From an optimization exercise on the open Yosys and OpenROAD flow, aimed at small area; shortcuts taken in it are not production practice. Function was checked by simulation only, so behaviour that the tests miss may differ from the original. No activity file was given, so power comes from the tool's default toggle rates.

==> design/flow/design.v <==
module pec_factor (
  input  wire        clk,
  input  wire        rst,           
  input  wire        in_valid,
  output wire        in_ready,
  input  wire [31:0] c0,            
  input  wire [31:0] c1,
  input  wire [31:0] c2,
  input  wire [31:0] c3,
  input  wire [31:0] cu,            
  input  wire [15:0] w0,            
  input  wire [15:0] w1,
  input  wire [15:0] w2,
  input  wire [15:0] w3,
  input  wire [15:0] wu,            
  input  wire [3:0]  k_en,          
  input  wire        under,         
  input  wire [15:0] f_base,        
  output reg         out_valid,
  output wire [15:0] f,             
  output wire        clamp_hi,
  output wire        clamp_lo
);
  localparam [18:0] BIAS = 19'd163840;   
  reg  [3:0]  lq;
  reg  [7:0]  hq;
  reg         ph;
  wire        clr = rst | ~in_valid | in_ready;
  always @(posedge clk) begin
    if (clr) begin
      lq <= 4'b0001;
      hq <= 8'b00000001;
      ph <= 1'b0;
    end else begin
      lq <= {lq[2:0], lq[3]};
      if (lq[3]) hq <= {hq[6:0], hq[7]};
      if (lq[3] & hq[7]) ph <= 1'b1;
    end
  end
  wire first = ~ph & hq[0] & lq[0];                           
  wire c28   = ~ph & hq[7] & lq[0];                           
  wire mac   = ~ph | hq[0] | (hq[1] & lq[0]);                 
  wire c37   =  ph & hq[1] & lq[1];                           
  wire dstp  =  ph & ((hq[1] & (lq[2] | lq[3])) | hq[2] | hq[3] | hq[4] | hq[5]);  
  wire rnd   =  ph & hq[6] & lq[0];                           
  assign in_ready = rnd;
  reg  [18:0] acc;                  
  reg  [36:0] den;                  
  reg  [37:0] r;                    
  reg         lo_q;                 
  reg         dlo_q;                
  wire c0_x0 = (hq[0] & c0[0]) | (hq[1] & c0[4]) | (hq[2] & c0[8]) | (hq[3] & c0[12]) | (hq[4] & c0[16]) | (hq[5] & c0[20]) | (hq[6] & c0[24]) | (hq[7] & c0[28]);
  wire c0_x1 = (hq[0] & c0[1]) | (hq[1] & c0[5]) | (hq[2] & c0[9]) | (hq[3] & c0[13]) | (hq[4] & c0[17]) | (hq[5] & c0[21]) | (hq[6] & c0[25]) | (hq[7] & c0[29]);
  wire c0_x2 = (hq[0] & c0[2]) | (hq[1] & c0[6]) | (hq[2] & c0[10]) | (hq[3] & c0[14]) | (hq[4] & c0[18]) | (hq[5] & c0[22]) | (hq[6] & c0[26]) | (hq[7] & c0[30]);
  wire c0_x3 = (hq[0] & c0[3]) | (hq[1] & c0[7]) | (hq[2] & c0[11]) | (hq[3] & c0[15]) | (hq[4] & c0[19]) | (hq[5] & c0[23]) | (hq[6] & c0[27]) | (hq[7] & c0[31]);
  wire c0_s = (lq[0] & c0_x0) | (lq[1] & c0_x1) | (lq[2] & c0_x2) | (lq[3] & c0_x3);
  wire c1_x0 = (hq[0] & c1[0]) | (hq[1] & c1[4]) | (hq[2] & c1[8]) | (hq[3] & c1[12]) | (hq[4] & c1[16]) | (hq[5] & c1[20]) | (hq[6] & c1[24]) | (hq[7] & c1[28]);
  wire c1_x1 = (hq[0] & c1[1]) | (hq[1] & c1[5]) | (hq[2] & c1[9]) | (hq[3] & c1[13]) | (hq[4] & c1[17]) | (hq[5] & c1[21]) | (hq[6] & c1[25]) | (hq[7] & c1[29]);
  wire c1_x2 = (hq[0] & c1[2]) | (hq[1] & c1[6]) | (hq[2] & c1[10]) | (hq[3] & c1[14]) | (hq[4] & c1[18]) | (hq[5] & c1[22]) | (hq[6] & c1[26]) | (hq[7] & c1[30]);
  wire c1_x3 = (hq[0] & c1[3]) | (hq[1] & c1[7]) | (hq[2] & c1[11]) | (hq[3] & c1[15]) | (hq[4] & c1[19]) | (hq[5] & c1[23]) | (hq[6] & c1[27]) | (hq[7] & c1[31]);
  wire c1_s = (lq[0] & c1_x0) | (lq[1] & c1_x1) | (lq[2] & c1_x2) | (lq[3] & c1_x3);
  wire c2_x0 = (hq[0] & c2[0]) | (hq[1] & c2[4]) | (hq[2] & c2[8]) | (hq[3] & c2[12]) | (hq[4] & c2[16]) | (hq[5] & c2[20]) | (hq[6] & c2[24]) | (hq[7] & c2[28]);
  wire c2_x1 = (hq[0] & c2[1]) | (hq[1] & c2[5]) | (hq[2] & c2[9]) | (hq[3] & c2[13]) | (hq[4] & c2[17]) | (hq[5] & c2[21]) | (hq[6] & c2[25]) | (hq[7] & c2[29]);
  wire c2_x2 = (hq[0] & c2[2]) | (hq[1] & c2[6]) | (hq[2] & c2[10]) | (hq[3] & c2[14]) | (hq[4] & c2[18]) | (hq[5] & c2[22]) | (hq[6] & c2[26]) | (hq[7] & c2[30]);
  wire c2_x3 = (hq[0] & c2[3]) | (hq[1] & c2[7]) | (hq[2] & c2[11]) | (hq[3] & c2[15]) | (hq[4] & c2[19]) | (hq[5] & c2[23]) | (hq[6] & c2[27]) | (hq[7] & c2[31]);
  wire c2_s = (lq[0] & c2_x0) | (lq[1] & c2_x1) | (lq[2] & c2_x2) | (lq[3] & c2_x3);
  wire c3_x0 = (hq[0] & c3[0]) | (hq[1] & c3[4]) | (hq[2] & c3[8]) | (hq[3] & c3[12]) | (hq[4] & c3[16]) | (hq[5] & c3[20]) | (hq[6] & c3[24]) | (hq[7] & c3[28]);
  wire c3_x1 = (hq[0] & c3[1]) | (hq[1] & c3[5]) | (hq[2] & c3[9]) | (hq[3] & c3[13]) | (hq[4] & c3[17]) | (hq[5] & c3[21]) | (hq[6] & c3[25]) | (hq[7] & c3[29]);
  wire c3_x2 = (hq[0] & c3[2]) | (hq[1] & c3[6]) | (hq[2] & c3[10]) | (hq[3] & c3[14]) | (hq[4] & c3[18]) | (hq[5] & c3[22]) | (hq[6] & c3[26]) | (hq[7] & c3[30]);
  wire c3_x3 = (hq[0] & c3[3]) | (hq[1] & c3[7]) | (hq[2] & c3[11]) | (hq[3] & c3[15]) | (hq[4] & c3[19]) | (hq[5] & c3[23]) | (hq[6] & c3[27]) | (hq[7] & c3[31]);
  wire c3_s = (lq[0] & c3_x0) | (lq[1] & c3_x1) | (lq[2] & c3_x2) | (lq[3] & c3_x3);
  wire cu_x0 = (hq[0] & cu[0]) | (hq[1] & cu[4]) | (hq[2] & cu[8]) | (hq[3] & cu[12]) | (hq[4] & cu[16]) | (hq[5] & cu[20]) | (hq[6] & cu[24]) | (hq[7] & cu[28]);
  wire cu_x1 = (hq[0] & cu[1]) | (hq[1] & cu[5]) | (hq[2] & cu[9]) | (hq[3] & cu[13]) | (hq[4] & cu[17]) | (hq[5] & cu[21]) | (hq[6] & cu[25]) | (hq[7] & cu[29]);
  wire cu_x2 = (hq[0] & cu[2]) | (hq[1] & cu[6]) | (hq[2] & cu[10]) | (hq[3] & cu[14]) | (hq[4] & cu[18]) | (hq[5] & cu[22]) | (hq[6] & cu[26]) | (hq[7] & cu[30]);
  wire cu_x3 = (hq[0] & cu[3]) | (hq[1] & cu[7]) | (hq[2] & cu[11]) | (hq[3] & cu[15]) | (hq[4] & cu[19]) | (hq[5] & cu[23]) | (hq[6] & cu[27]) | (hq[7] & cu[31]);
  wire cu_s = (lq[0] & cu_x0) | (lq[1] & cu_x1) | (lq[2] & cu_x2) | (lq[3] & cu_x3);
  wire b0 = ~ph & k_en[0] & c0_s;
  wire b1 = ~ph & k_en[1] & c1_s;
  wire b2 = ~ph & k_en[2] & c2_s;
  wire b3 = ~ph & k_en[3] & c3_s;
  wire bu = ~ph & under   & cu_s;
  wire [15:0] u0 = {~((b0 & w0[15]) | rnd), w0[14:0] & {15{b0}}};
  wire [15:0] u1 = {~((b1 & w1[15]) | rnd), w1[14:0] & {15{b1}}};
  wire [15:0] u2 = {~((b2 & w2[15]) | rnd), w2[14:0] & {15{b2}}};
  wire [15:0] u3 = {~((b3 & w3[15]) | rnd), w3[14:0] & {15{b3}}};
  wire [15:0] uu = {~((bu & wu[15]) | rnd), wu[14:0] & {15{bu}}};
  wire [18:0] a  = first ? BIAS : {acc[18] & ~rnd, acc[17:0]};
  wire        ci = c28 | rnd;
  wire m1 = a[0] ^ u0[0];
  wire m2 = a[0] & u0[0];
  wire m3 = a[1] ^ u0[1];
  wire m4 = a[1] & u0[1];
  wire m5 = a[2] ^ u0[2];
  wire m6 = a[2] & u0[2];
  wire m7 = a[3] ^ u0[3];
  wire m8 = a[3] & u0[3];
  wire m9 = a[4] ^ u0[4];
  wire m10 = a[4] & u0[4];
  wire m11 = a[5] ^ u0[5];
  wire m12 = a[5] & u0[5];
  wire m13 = a[6] ^ u0[6];
  wire m14 = a[6] & u0[6];
  wire m15 = a[7] ^ u0[7];
  wire m16 = a[7] & u0[7];
  wire m17 = a[8] ^ u0[8];
  wire m18 = a[8] & u0[8];
  wire m19 = a[9] ^ u0[9];
  wire m20 = a[9] & u0[9];
  wire m21 = a[10] ^ u0[10];
  wire m22 = a[10] & u0[10];
  wire m23 = a[11] ^ u0[11];
  wire m24 = a[11] & u0[11];
  wire m25 = a[12] ^ u0[12];
  wire m26 = a[12] & u0[12];
  wire m27 = a[13] ^ u0[13];
  wire m28 = a[13] & u0[13];
  wire m29 = a[14] ^ u0[14];
  wire m30 = a[14] & u0[14];
  wire m31 = a[15] ^ u0[15];
  wire m32 = a[15] & u0[15];
  wire m33 = m1 ^ u1[0] ^ u2[0];
  wire m34 = (m1 & u1[0]) | (u2[0] & (m1 ^ u1[0]));
  wire m35 = u3[0] ^ uu[0];
  wire m36 = u3[0] & uu[0];
  wire m37 = m2 ^ m3 ^ u1[1];
  wire m38 = (m2 & m3) | (u1[1] & (m2 ^ m3));
  wire m39 = u2[1] ^ u3[1] ^ uu[1];
  wire m40 = (u2[1] & u3[1]) | (uu[1] & (u2[1] ^ u3[1]));
  wire m41 = m4 ^ m5 ^ u1[2];
  wire m42 = (m4 & m5) | (u1[2] & (m4 ^ m5));
  wire m43 = u2[2] ^ u3[2] ^ uu[2];
  wire m44 = (u2[2] & u3[2]) | (uu[2] & (u2[2] ^ u3[2]));
  wire m45 = m6 ^ m7 ^ u1[3];
  wire m46 = (m6 & m7) | (u1[3] & (m6 ^ m7));
  wire m47 = u2[3] ^ u3[3] ^ uu[3];
  wire m48 = (u2[3] & u3[3]) | (uu[3] & (u2[3] ^ u3[3]));
  wire m49 = m8 ^ m9 ^ u1[4];
  wire m50 = (m8 & m9) | (u1[4] & (m8 ^ m9));
  wire m51 = u2[4] ^ u3[4] ^ uu[4];
  wire m52 = (u2[4] & u3[4]) | (uu[4] & (u2[4] ^ u3[4]));
  wire m53 = m10 ^ m11 ^ u1[5];
  wire m54 = (m10 & m11) | (u1[5] & (m10 ^ m11));
  wire m55 = u2[5] ^ u3[5] ^ uu[5];
  wire m56 = (u2[5] & u3[5]) | (uu[5] & (u2[5] ^ u3[5]));
  wire m57 = m12 ^ m13 ^ u1[6];
  wire m58 = (m12 & m13) | (u1[6] & (m12 ^ m13));
  wire m59 = u2[6] ^ u3[6] ^ uu[6];
  wire m60 = (u2[6] & u3[6]) | (uu[6] & (u2[6] ^ u3[6]));
  wire m61 = m14 ^ m15 ^ u1[7];
  wire m62 = (m14 & m15) | (u1[7] & (m14 ^ m15));
  wire m63 = u2[7] ^ u3[7] ^ uu[7];
  wire m64 = (u2[7] & u3[7]) | (uu[7] & (u2[7] ^ u3[7]));
  wire m65 = m16 ^ m17 ^ u1[8];
  wire m66 = (m16 & m17) | (u1[8] & (m16 ^ m17));
  wire m67 = u2[8] ^ u3[8] ^ uu[8];
  wire m68 = (u2[8] & u3[8]) | (uu[8] & (u2[8] ^ u3[8]));
  wire m69 = m18 ^ m19 ^ u1[9];
  wire m70 = (m18 & m19) | (u1[9] & (m18 ^ m19));
  wire m71 = u2[9] ^ u3[9] ^ uu[9];
  wire m72 = (u2[9] & u3[9]) | (uu[9] & (u2[9] ^ u3[9]));
  wire m73 = m20 ^ m21 ^ u1[10];
  wire m74 = (m20 & m21) | (u1[10] & (m20 ^ m21));
  wire m75 = u2[10] ^ u3[10] ^ uu[10];
  wire m76 = (u2[10] & u3[10]) | (uu[10] & (u2[10] ^ u3[10]));
  wire m77 = m22 ^ m23 ^ u1[11];
  wire m78 = (m22 & m23) | (u1[11] & (m22 ^ m23));
  wire m79 = u2[11] ^ u3[11] ^ uu[11];
  wire m80 = (u2[11] & u3[11]) | (uu[11] & (u2[11] ^ u3[11]));
  wire m81 = m24 ^ m25 ^ u1[12];
  wire m82 = (m24 & m25) | (u1[12] & (m24 ^ m25));
  wire m83 = u2[12] ^ u3[12] ^ uu[12];
  wire m84 = (u2[12] & u3[12]) | (uu[12] & (u2[12] ^ u3[12]));
  wire m85 = m26 ^ m27 ^ u1[13];
  wire m86 = (m26 & m27) | (u1[13] & (m26 ^ m27));
  wire m87 = u2[13] ^ u3[13] ^ uu[13];
  wire m88 = (u2[13] & u3[13]) | (uu[13] & (u2[13] ^ u3[13]));
  wire m89 = m28 ^ m29 ^ u1[14];
  wire m90 = (m28 & m29) | (u1[14] & (m28 ^ m29));
  wire m91 = u2[14] ^ u3[14] ^ uu[14];
  wire m92 = (u2[14] & u3[14]) | (uu[14] & (u2[14] ^ u3[14]));
  wire m93 = m30 ^ m31 ^ u1[15];
  wire m94 = (m30 & m31) | (u1[15] & (m30 ^ m31));
  wire m95 = u2[15] ^ u3[15] ^ uu[15];
  wire m96 = (u2[15] & u3[15]) | (uu[15] & (u2[15] ^ u3[15]));
  wire m97 = m34 ^ m36;
  wire m98 = m34 & m36;
  wire m99 = m38 ^ m40 ^ m41;
  wire m100 = (m38 & m40) | (m41 & (m38 ^ m40));
  wire m101 = m42 ^ m44 ^ m45;
  wire m102 = (m42 & m44) | (m45 & (m42 ^ m44));
  wire m103 = m46 ^ m48 ^ m49;
  wire m104 = (m46 & m48) | (m49 & (m46 ^ m48));
  wire m105 = m50 ^ m52 ^ m53;
  wire m106 = (m50 & m52) | (m53 & (m50 ^ m52));
  wire m107 = m54 ^ m56 ^ m57;
  wire m108 = (m54 & m56) | (m57 & (m54 ^ m56));
  wire m109 = m58 ^ m60 ^ m61;
  wire m110 = (m58 & m60) | (m61 & (m58 ^ m60));
  wire m111 = m62 ^ m64 ^ m65;
  wire m112 = (m62 & m64) | (m65 & (m62 ^ m64));
  wire m113 = m66 ^ m68 ^ m69;
  wire m114 = (m66 & m68) | (m69 & (m66 ^ m68));
  wire m115 = m70 ^ m72 ^ m73;
  wire m116 = (m70 & m72) | (m73 & (m70 ^ m72));
  wire m117 = m74 ^ m76 ^ m77;
  wire m118 = (m74 & m76) | (m77 & (m74 ^ m76));
  wire m119 = m78 ^ m80 ^ m81;
  wire m120 = (m78 & m80) | (m81 & (m78 ^ m80));
  wire m121 = m82 ^ m84 ^ m85;
  wire m122 = (m82 & m84) | (m85 & (m82 ^ m84));
  wire m123 = m86 ^ m88 ^ m89;
  wire m124 = (m86 & m88) | (m89 & (m86 ^ m88));
  wire m125 = m90 ^ m92 ^ m93;
  wire m126 = (m90 & m92) | (m93 & (m90 ^ m92));
  wire m127 = m94 ^ m96 ^ m32;
  wire m128 = (m94 & m96) | (m32 & (m94 ^ m96));
  wire m129 = m33 ^ m35;
  wire m130 = m33 & m35;
  wire m131 = m97 ^ m37 ^ m39;
  wire m132 = (m97 & m37) | (m39 & (m97 ^ m37));
  wire m133 = m98 ^ m99 ^ m43;
  wire m134 = (m98 & m99) | (m43 & (m98 ^ m99));
  wire m135 = m100 ^ m101 ^ m47;
  wire m136 = (m100 & m101) | (m47 & (m100 ^ m101));
  wire m137 = m102 ^ m103 ^ m51;
  wire m138 = (m102 & m103) | (m51 & (m102 ^ m103));
  wire m139 = m104 ^ m105 ^ m55;
  wire m140 = (m104 & m105) | (m55 & (m104 ^ m105));
  wire m141 = m106 ^ m107 ^ m59;
  wire m142 = (m106 & m107) | (m59 & (m106 ^ m107));
  wire m143 = m108 ^ m109 ^ m63;
  wire m144 = (m108 & m109) | (m63 & (m108 ^ m109));
  wire m145 = m110 ^ m111 ^ m67;
  wire m146 = (m110 & m111) | (m67 & (m110 ^ m111));
  wire m147 = m112 ^ m113 ^ m71;
  wire m148 = (m112 & m113) | (m71 & (m112 ^ m113));
  wire m149 = m114 ^ m115 ^ m75;
  wire m150 = (m114 & m115) | (m75 & (m114 ^ m115));
  wire m151 = m116 ^ m117 ^ m79;
  wire m152 = (m116 & m117) | (m79 & (m116 ^ m117));
  wire m153 = m118 ^ m119 ^ m83;
  wire m154 = (m118 & m119) | (m83 & (m118 ^ m119));
  wire m155 = m120 ^ m121 ^ m87;
  wire m156 = (m120 & m121) | (m87 & (m120 ^ m121));
  wire m157 = m122 ^ m123 ^ m91;
  wire m158 = (m122 & m123) | (m91 & (m122 ^ m123));
  wire m159 = m124 ^ m125 ^ m95;
  wire m160 = (m124 & m125) | (m95 & (m124 ^ m125));
  wire m161 = m126 ^ m127 ^ a[16];
  wire m162 = (m126 & m127) | (a[16] & (m126 ^ m127));
  wire m163 = m128 ^ a[17];
  wire m164 = m128 & a[17];
  wire m165 = m129 ^ ci;
  wire m166 = m129 & ci;
  wire m167 = m130 ^ m131 ^ m166;
  wire m168 = (m130 & m131) | (m166 & (m130 ^ m131));
  wire m169 = m132 ^ m133 ^ m168;
  wire m170 = (m132 & m133) | (m168 & (m132 ^ m133));
  wire m171 = m134 ^ m135 ^ m170;
  wire m172 = (m134 & m135) | (m170 & (m134 ^ m135));
  wire m173 = m136 ^ m137 ^ m172;
  wire m174 = (m136 & m137) | (m172 & (m136 ^ m137));
  wire m175 = m138 ^ m139 ^ m174;
  wire m176 = (m138 & m139) | (m174 & (m138 ^ m139));
  wire m177 = m140 ^ m141 ^ m176;
  wire m178 = (m140 & m141) | (m176 & (m140 ^ m141));
  wire m179 = m142 ^ m143 ^ m178;
  wire m180 = (m142 & m143) | (m178 & (m142 ^ m143));
  wire m181 = m144 ^ m145 ^ m180;
  wire m182 = (m144 & m145) | (m180 & (m144 ^ m145));
  wire m183 = m146 ^ m147 ^ m182;
  wire m184 = (m146 & m147) | (m182 & (m146 ^ m147));
  wire m185 = m148 ^ m149 ^ m184;
  wire m186 = (m148 & m149) | (m184 & (m148 ^ m149));
  wire m187 = m150 ^ m151 ^ m186;
  wire m188 = (m150 & m151) | (m186 & (m150 ^ m151));
  wire m189 = m152 ^ m153 ^ m188;
  wire m190 = (m152 & m153) | (m188 & (m152 ^ m153));
  wire m191 = m154 ^ m155 ^ m190;
  wire m192 = (m154 & m155) | (m190 & (m154 ^ m155));
  wire m193 = m156 ^ m157 ^ m192;
  wire m194 = (m156 & m157) | (m192 & (m156 ^ m157));
  wire m195 = m158 ^ m159 ^ m194;
  wire m196 = (m158 & m159) | (m194 & (m158 ^ m159));
  wire m197 = m160 ^ m161 ^ m196;
  wire m198 = (m160 & m161) | (m196 & (m160 ^ m161));
  wire m199 = m162 ^ m163 ^ m198;
  wire m200 = (m162 & m163) | (m198 & (m162 ^ m163));
  wire m201 = m164 ^ a[18] ^ m200;
  wire m202 = (m164 & a[18]) | (m200 & (m164 ^ a[18]));
  wire [19:0] p = {m202, m201, m199, m197, m195, m193, m191, m189, m187, m185, m183, m181, m179, m177, m175, m173, m171, m169, m167, m165};
  wire [37:0] r_nxt;
  always @(posedge clk) acc <= dstp ? {acc[17:0], ~r_nxt[37]} : p[19:1];
  wire acc_zero = (acc == BIAS);
  wire acc_neg  = (acc <  BIAS);
  wire dlo = acc_neg | (acc_zero & (den[36:24] == 13'd0));
  always @(posedge clk) begin
    if (mac)
      den <= {p[0], den[36:1]};
    else if (c37 & dlo)
      den <= 37'h1000000;
    if (c37) begin
      dlo_q <= dlo;
      lo_q  <= ~acc_neg & ~acc_zero;
    end
  end
  wire        sub = ~r[37];
  wire [37:0] da  = {1'b0, den} ^ {38{sub}};
  wire [37:0] rs  = {r[36:0], 1'b0};
  wire [38:0] cy;
  assign cy[0] = sub;
  genvar g;
  generate
    for (g = 0; g < 38; g = g + 1) begin : rc
      assign r_nxt[g]  = rs[g] ^ da[g] ^ cy[g];
      assign cy[g + 1] = (rs[g] & da[g]) | (cy[g] & (rs[g] ^ da[g]));
    end
  endgenerate
  always @(posedge clk)
    r <= c37 ? {11'd0, f_base, 11'd0} : r_nxt;
  always @(posedge clk) begin
    if (rst)
      out_valid <= 1'b0;
    else
      out_valid <= in_valid && in_ready;
  end
  wire [17:0] q   = acc[17:0];                
  wire        ovf = (q[17] | q[16]) & ~lo_q;
  assign clamp_hi = dlo_q | ovf;
  assign clamp_lo = ~clamp_hi & (lo_q | (q[15:8] == 8'd0));
  assign f = ovf ? 16'hFFFF : clamp_lo ? 16'h0100 : q[15:0];
endmodule
==> design/flow/flow/run.sh <==
#!/bin/bash
# Standard ORFS layout with three changes:
#  - synthesis skips the generic ABC pass before full-adder extraction
#    (yosys synth -noabc in the fine step), so the full adders written out in
#    the RTL are found as they are, without inverters between them; the
#    registers are the standard synthesis's;
#  - the port buffers are the smallest buffer (buf_1) instead of the
#    resizer's pick; every port still gets its buffer;
#  - the clock tree uses smaller buffers and no dummy loads.
set -euo pipefail
export BUFFER_PORTS_ARGS="-buffer_cell sky130_fd_sc_hd__buf_1"
export CTS_ARGS="-sink_clustering_enable -repair_clock_nets -dont_use_dummy_load -buf_list {sky130_fd_sc_hd__clkbuf_4 sky130_fd_sc_hd__clkbuf_8}"
bash standard.sh SYNTH_ARGS=-noabc finish > flow_standard.log 2>&1
==> design/flow/standard.sh <==
#!/bin/bash
# synth_recipe.tcl (not shown) runs the flow's synth.tcl, then flattens the netlist and writes it again
# the make line also repeats each setting of config.mk as NAME=value (left out here)
make -C /OpenROAD-flow-scripts/flow DESIGN_CONFIG=/design/flow/config.mk WORK_HOME=/design/flow/orfs CLKGATE_MAP_FILE= SYNTH_SCRIPT=/design/flow/synth_recipe.tcl "${@:-finish}"
==> design/flow/config.mk <==
export PLATFORM = sky130hd
export DESIGN_NAME = pec_factor
export DESIGN_NICKNAME = pec_factor
export VERILOG_FILES = /design/flow/design.v
export SDC_FILE = /design/flow/constraint.sdc
export NUM_CORES = 4
export LEC_CHECK = 0
export CAP_MARGIN = 20
export CORE_MARGIN = 2
export CORE_UTILIZATION = 40
export SLEW_MARGIN = 20
==> design/flow/constraint.sdc <==
create_clock -name core_clock -period 160.0 [get_ports {clk}]
set_input_delay 32.0000 -clock core_clock [delete_from_list [all_inputs] [get_ports {clk}]]
set_output_delay 32.0000 -clock core_clock [all_outputs]
set_load 0.01 [all_outputs]
==> flow_summary_export.csv <==
group,metric,value,unit
status,status,"timing/DRC/antenna clean",
synth,yosysTopAreaCellShare,0.273,
grt,grt_pass1_vias,6909,
timing,min_period_over_period,0.264,
synth,synth.most_common_cell,"fa_1",
synth,synth_cells,731,
placement,io_buffers,283,
power,power,0.152,mW
finish,insertedDiodeCount,0,
critical_path,cp_top_family,"adder cells",
cts,cts_buffers,9,
grt,antenna_found_initial,0,
finish,design_area,0.00997,mm2
cts,clk_pin_slew,0.11,ns
critical_path,cp_slowest_stage_delay,0.74,ns
critical_path,cp_max_fo,16,
synth,syn_avg_cell_area,11.7,um2
synth,syn-cell-area,0.00852,mm2
critical_path,crit_slowest_cell,"o41a_1",
floorplan,die_height,150,um
floorplan,start_util,0.407,
synth,synth-seq-cells,110,
flow_run,cap_violations,0,
grt,overflow,0,
finish,final_core_util,0.476,
placement,placed_area,0.00984,mm2
worst_hold_path,hold_path_class,"reg2reg",
synth,synth_compound_area_frac,0.111,
cts,clock_latency,0.38,ns
timing,period_minus_slack,42.18,ns
cts,cts_tree,"built",
finish,syn2layout_area_growth,17.0,%
cts,post_cts_buffers,0,
timing,rsz0062_at_grt,"false",
cts,cts_htree_levels,3,
finish,drive_gt1_frac,0.0704,
drt,route.detailed.drc,0,
floorplan,placementRows,53,
critical_path,startpoint_type,"primary input",
drt,vias,6564,
drt,drt_iter0_drc,479,
cts,clockRootBuffer,"clkbuf_8",
timing,finalSetupTns,0,ns
synth,synthXorXnorAreaFrac,0.0391,
synth,synthTopCellsByArea,"fa_1, dfxtp_1, edfxtp_1",
critical_path,crit_top_cell,"fa_1",
timing,setup_viol,0,
synth,yosysSeqAreaShare,0.304,
floorplan,fp.dieW,150,um
synth,synthAdderAreaFrac,0.306,
critical_path,cp_num_buf_inv,1,
grt,grt_start_max_net_pins,39,
placement,dp_hpwl,18200,um
synth,synth_top_family_by_area,"adder cells",
timing,relSlewSlack,0.300,
grt,grt_pass1_wl,37000,um
timing,fmax,0.0237,GHz
drt,wirelength,23100,um
drt,postRouteAntennaNets,0,
synth,ys_top_cells_by_count,"fa_1, and2_1, a22oi_1",
synth,synth-edff-count,39,
timing,worst_pin_slew,1.04,ns
synth,async_flop_share,0,
synth,synthMuxAreaShare,0.0568,
cts,postCtsHoldBufs,0,
floorplan,ioPinCount,284,
power,p_per_area,15.2,mW/mm2
floorplan,fp.dieArea,0.0225,mm2
placement,gp_routability_congestion,0.884,
critical_path,endpoint_kind,"flop",
cts,cts.sinks,110,
critical_path,cp.arrival,42.43,ns
timing,hold_viol_final,0,
finish,fill_cells,2079,
cts,cts_resized,0,
timing,slew_violations,0,
drt,viasPerCell,5.17,
drt,wire_per_inst,18.2,um
synth,yosys.area_share.simple,0.153,
floorplan,core,0.0210,mm2
synth,synth_top_flop_cell,"dfxtp_1",
synth,yosysWarningCount,1,
synth,ys_types,41,
drt,dr.pass1.iters,8,
power,ir_drop,0.00000693,V
grt,track_usage,0.213,
critical_path,crit_type,"in2reg",
cts,clk_path_buf_depth,2,
power,p_leak,3.80,nW
timing,fin_hold_ws,0.534,ns
critical_path,cp.required,160.26,ns
synth,synth_fp_nets,1134,
synth,yosysTopAreaCell,"fa_1",
finish,nets,1400,
timing,clock_skew,0.0249,ns
[registers in the layout (all words and copies together), names as in the netlist]
signal	count
acc	19
den	37
dlo_q	1
hq	8
lo_q	1
lq	4
out_valid	1
ph	1
r	38
[power breakdown]
group          internal (mW)  switching (mW)
clock                0.00508         0.00837
combinational         0.0469          0.0380
sequential            0.0440         0.00935
total                 0.0960          0.0557
[path summary, 6_finish.rpt]
kind	start	slack (ns)	endpoint	depth (start not counted)
setup / recovery	c0[8]	117.82	acc[17]	28
hold / removal	r[36]	0.53	r[37]	2
setup reg to reg	r[37]	143.84	acc[0]	42
hold reg to reg	r[36]	0.53	r[37]	2
[layout make-up]
type	instances	area [um2]	share of cell area
Timing Repair Buffer	295	1150	0.116
Sequential cell	110	2590	0.260
Inverter	13	48.8	0.00490
Clock buffer	9	124	0.0124
Multi-Input combinational cell	568	5700	0.572
Tap cell	275	344	0.0345
[stage by stage]
step / std cells / setup WS, ns
2_1_floorplan: 731 / 118.25
3_3_place_gp: 1261 / 117.53
3_5_place_dp: 1261 / 117.42
4_1_cts: 1270 / 117.81
5_1_grt: 1270 / 117.49
6_report: 1270 / 117.82
[per-layer routing]
metal  routed length, um  global-route usage  up-vias
met4                 184              0.0325        0
met3                1760              0.0570       18
met5                   0                   0        -
li1                    -                   -     3058
met1               10800               0.313     3220
met2               10400               0.320      268
[worst register-to-register path, delay by kind of cell, from the launching register on]
family,cells,cell delay (ns)
XOR/XNOR,2,0.32
adder cells (fa/ha/maj),37,14.50
buffers and inverters,2,0.67
flip-flops,1,0.33
multiplexers,1,0.26
[cells in the final DEF (no fill, tap or decap), types with 9 or more instances in the layout]
cell type  instances
ha_1              23
inv_1             12
nor2_1            50
buf_1            283
fa_1             116
and2_1           112
mux2i_1            9
edfxtp_1          39
a41oi_1           21
clkbuf_8           9
buf_4             12
a22oi_1           75
xnor2_1           38
nor2b_1           38
dfxtp_1           70
mux2_2            35
[cells by family after synthesis]
kind of cell               after synthesis
AOI/OAI and AO/OA                      118
xor gates and xnor gates                38
adders and majority gates              139
buffers and inverters                   53
DFF                                    110
muxes                                   44
and+or+nand+nor                        229

-- what the ideal ports hide --
In the flow no input, the clock included, has a driving cell. The finished layout below was timed again as built, in two steps. Step 1: set_driving_cell puts a clkbuf_16 on clk and a buf_2 on each other input, an assumption about the parent block. Step 2 adds t to the input delays and takes it off the output delays; t is the mean of the earliest and latest rising clock arrival at the registers after step 1. Input paths then give back, and output paths get back, about the clock's delay inside the block. a / b / c = ideal ports / drivers / drivers and shift; a / b = the first two.
t, ns: 0.408
setup WS [ns]: 117.822 / 117.832 / 117.424
worst setup path after step 2: input to register
worst slew at a driven data input, ns: 0.06
After both steps setup and hold are still met in this run. The setup slack of this run moves by +0.010 ns with the drivers and by -0.398 ns with both steps.
